Source: an optimization exercise on an open RTL-to-GDS flow (aim: small area, a short achievable clock period and few clock cycles per item). Production flows keep margins and buffers that such runs may drop. Where RTL was checked, it was by simulation tests only, not by an equivalence proof against the original. Power is estimated from default activity; no workload was simulated.

==> flow/design.v (excerpt) <==
module fp32_divsqrt (
    input  wire        clk,
    input  wire        rst,
    input  wire        in_valid,
    output wire        in_ready,
    input  wire        in_op,         
    input  wire [31:0] in_a,
    input  wire [31:0] in_b,
    output reg         out_valid,
    output wire [31:0] out_result,
    output wire [3:0]  out_flags      
);
    reg               busy;
    reg               op_r;
    reg               sign_r;
    reg        [4:0]  cnt;
    reg               first;      
    reg               last;       
    reg        [8:0]  exp_r;      
    reg        [25:1] W;
    reg        [24:0] D;          
    reg        [24:0] Q;
    reg        [3:0]  flg;
    assign in_ready   = !busy;
    assign out_result = {sign_r, exp_r[7:0], Q[22:0]};
    assign out_flags  = flg;
    wire [22:0] fa = in_a[22:0];
    wire [25:0] w_load = !in_op    ? {2'b01, fa, 1'b0} :
                         in_a[23]  ? {2'b00, fa, 1'b0} :
                                     {fa[22], !fa[22], fa[21:0], 2'b00};
    wire [24:0] d_load = in_op ? 25'h0800000 : {in_b[22:0], 2'b00};
    wire [7:0]  eb_in  = in_b[30:23];
    wire [24:0] q_load = {16'd0, eb_in[0], eb_in[1], eb_in[2], eb_in[3],
                          eb_in[4], eb_in[5], eb_in[6], eb_in[7], 1'b1};
    wire [8:0]  e_load = in_op ? {in_a[23], 1'b0, in_a[30:24]} : {1'b0, in_a[30:23]};
    wire [4:0]  c_load = in_op ? 5'd23 : 5'd25;
    wire [26:0] S    = {W[25:1], 2'b00};
    wire [26:0] T    = {1'b0, 1'b1, D};
    wire        ci   = !last | Q[0];
  ...
clock: 10.0 ns
lec_check: 0
cap_margin: 20
core_margin: 2
core_utilization: 40
slew_margin: 20
standard.sh (not shown) runs the stock make flow with config.mk's settings and CLKGATE_MAP_FILE= SYNTH_SCRIPT=/design/flow/synth_recipe.tcl, a recipe that flattens the netlist after the stock synthesis.
==> flow/flow/run.sh <==
#!/bin/bash
# Own layout flow: the standard synthesis, its combinational logic re-mapped
# for area (registers untouched), then the standard layout steps with timing
# repair aimed below the clock period.
set -euo pipefail
MARGIN=6.5
R=orfs/results/$FLOW_PLATFORM/fp32_divsqrt/base
bash standard.sh synth > synth_standard.log 2>&1
bash flow/resyn.sh $R flow > resyn.log 2>&1
rm -f $R/1_synth.odb $R/1_synth.sdc
bash standard.sh synth > synth_odb.log 2>&1
bash standard.sh SETUP_SLACK_MARGIN=$MARGIN BUFFER_PORTS_ARGS="-buffer_cell sky130_fd_sc_hd__buf_1" finish > layout.log 2>&1
Other scripts of this flow, unchanged in this note and not shown: flow/flow/abc.constr, flow/flow/minilib.py, flow/flow/resyn.abc, flow/flow/resyn.sh
Then changed:
--- a/flow/design.v
+++ b/flow/design.v
@@ -74,23 +74,17 @@
     wire [22:0] frac_r = Q[22:0] ^ (ones & {23{inc}});
     wire        x_big  = (exp_r >= 9'd384);
     wire        x_383  = (exp_r == 9'd383);
     wire        x_le129 = (exp_r <= 9'd129);
     wire        x_129  = (exp_r == 9'd129);
     wire        clamp  = x_big || x_le129;
+    wire        r_ovf  = x_big || (x_383 && carry);
+    wire        r_unf  = (x_le129 && !x_129) || (x_129 && !carry);
     wire [7:0]  x_dec  = exp_r[7:0] - 8'd1;
-    wire [7:0]  x_inc  = x_dec + 8'd1;
-    wire        ovf0   = x_big;
-    wire        ovf1   = x_big || x_383;
-    wire        unf0   = x_le129;
-    wire        unf1   = x_le129 && !x_129;
-    wire [7:0]  e0     = ovf0 ? 8'hFF : unf0 ? 8'h00 : {!x_dec[7], x_dec[6:0]};
-    wire [7:0]  e1     = ovf1 ? 8'hFF : unf1 ? 8'h00 : {!x_inc[7], x_inc[6:0]};
-    wire        r_ovf  = carry ? ovf1 : ovf0;
-    wire        r_unf  = carry ? unf1 : unf0;
-    wire [7:0]  r_exp  = carry ? e1 : e0;
+    wire [7:0]  x_inc  = x_dec + {7'd0, carry};
+    wire [7:0]  r_exp  = r_ovf ? 8'hFF : r_unf ? 8'h00 : {!x_inc[7], x_inc[6:0]};
     wire [22:0] r_frac = clamp ? 23'd0 : frac_r;
     wire       ea0    = exp_r[8];           
     wire [7:0] eb     = Q[8:1];             
     wire       a_frnz = (|W[23:2]) | ((op_r && !ea0) ? W[25] : W[1]);
     wire       b_frnz = |D[24:2];
     wire       a_zero = (exp_r[7:0] == 8'd0) && !(op_r && ea0);
The changed run passed the timing, DRC and antenna checks.
Utilization rose by 0.63 points.
Critical path depth stays the same.
Clock skew stays flat.
Die area decreases by 4.7%.
Sequential power grows by about 0.7%.
Clock-buffer cell count climbs by 4.
Routed wire length goes down by 6.7%.
Non-clock buffer count climbs by 6.
Setup slack degrades by 0.024 ns.
Flip-flop and latch count is unchanged.
Synthesized area decreases by 4.8%.
Design area drops by 3.4%.
Testbench counts after the change, summed over its fixed seeds: cycles 62,573, ops 2,400.
For the first run of this note, only the layout was checked, not whether the RTL still works.

-- re-timing with driven ports --
In the flow no input, the clock included, has a driving cell. The finished layouts below were timed again as built, in two steps.
Step 1 sets driving cells, clkbuf_16 on the clock port and buf_2 on the other inputs (assumed; they add their load-dependent delay and slew).
Step 2 also shifts input and output timing later by t, the mid clock arrival at the registers, as if the neighbouring blocks saw the same clock.
Slacks: no drivers / after step 1 / after step 2; pairs: no drivers / after step 1.
run	t, ns	setup slack, ns	worst slew at a driven data input, ns
the first run	0.401	6.663 / 6.663 / 6.660	0.03
the second run	0.403	6.639 / 6.639 / 6.487	0.04
After both steps every run listed still meets setup and hold. For the second run, which loses most, drivers alone change the setup slack by 0.000 ns; drivers and shift together by -0.152 ns.
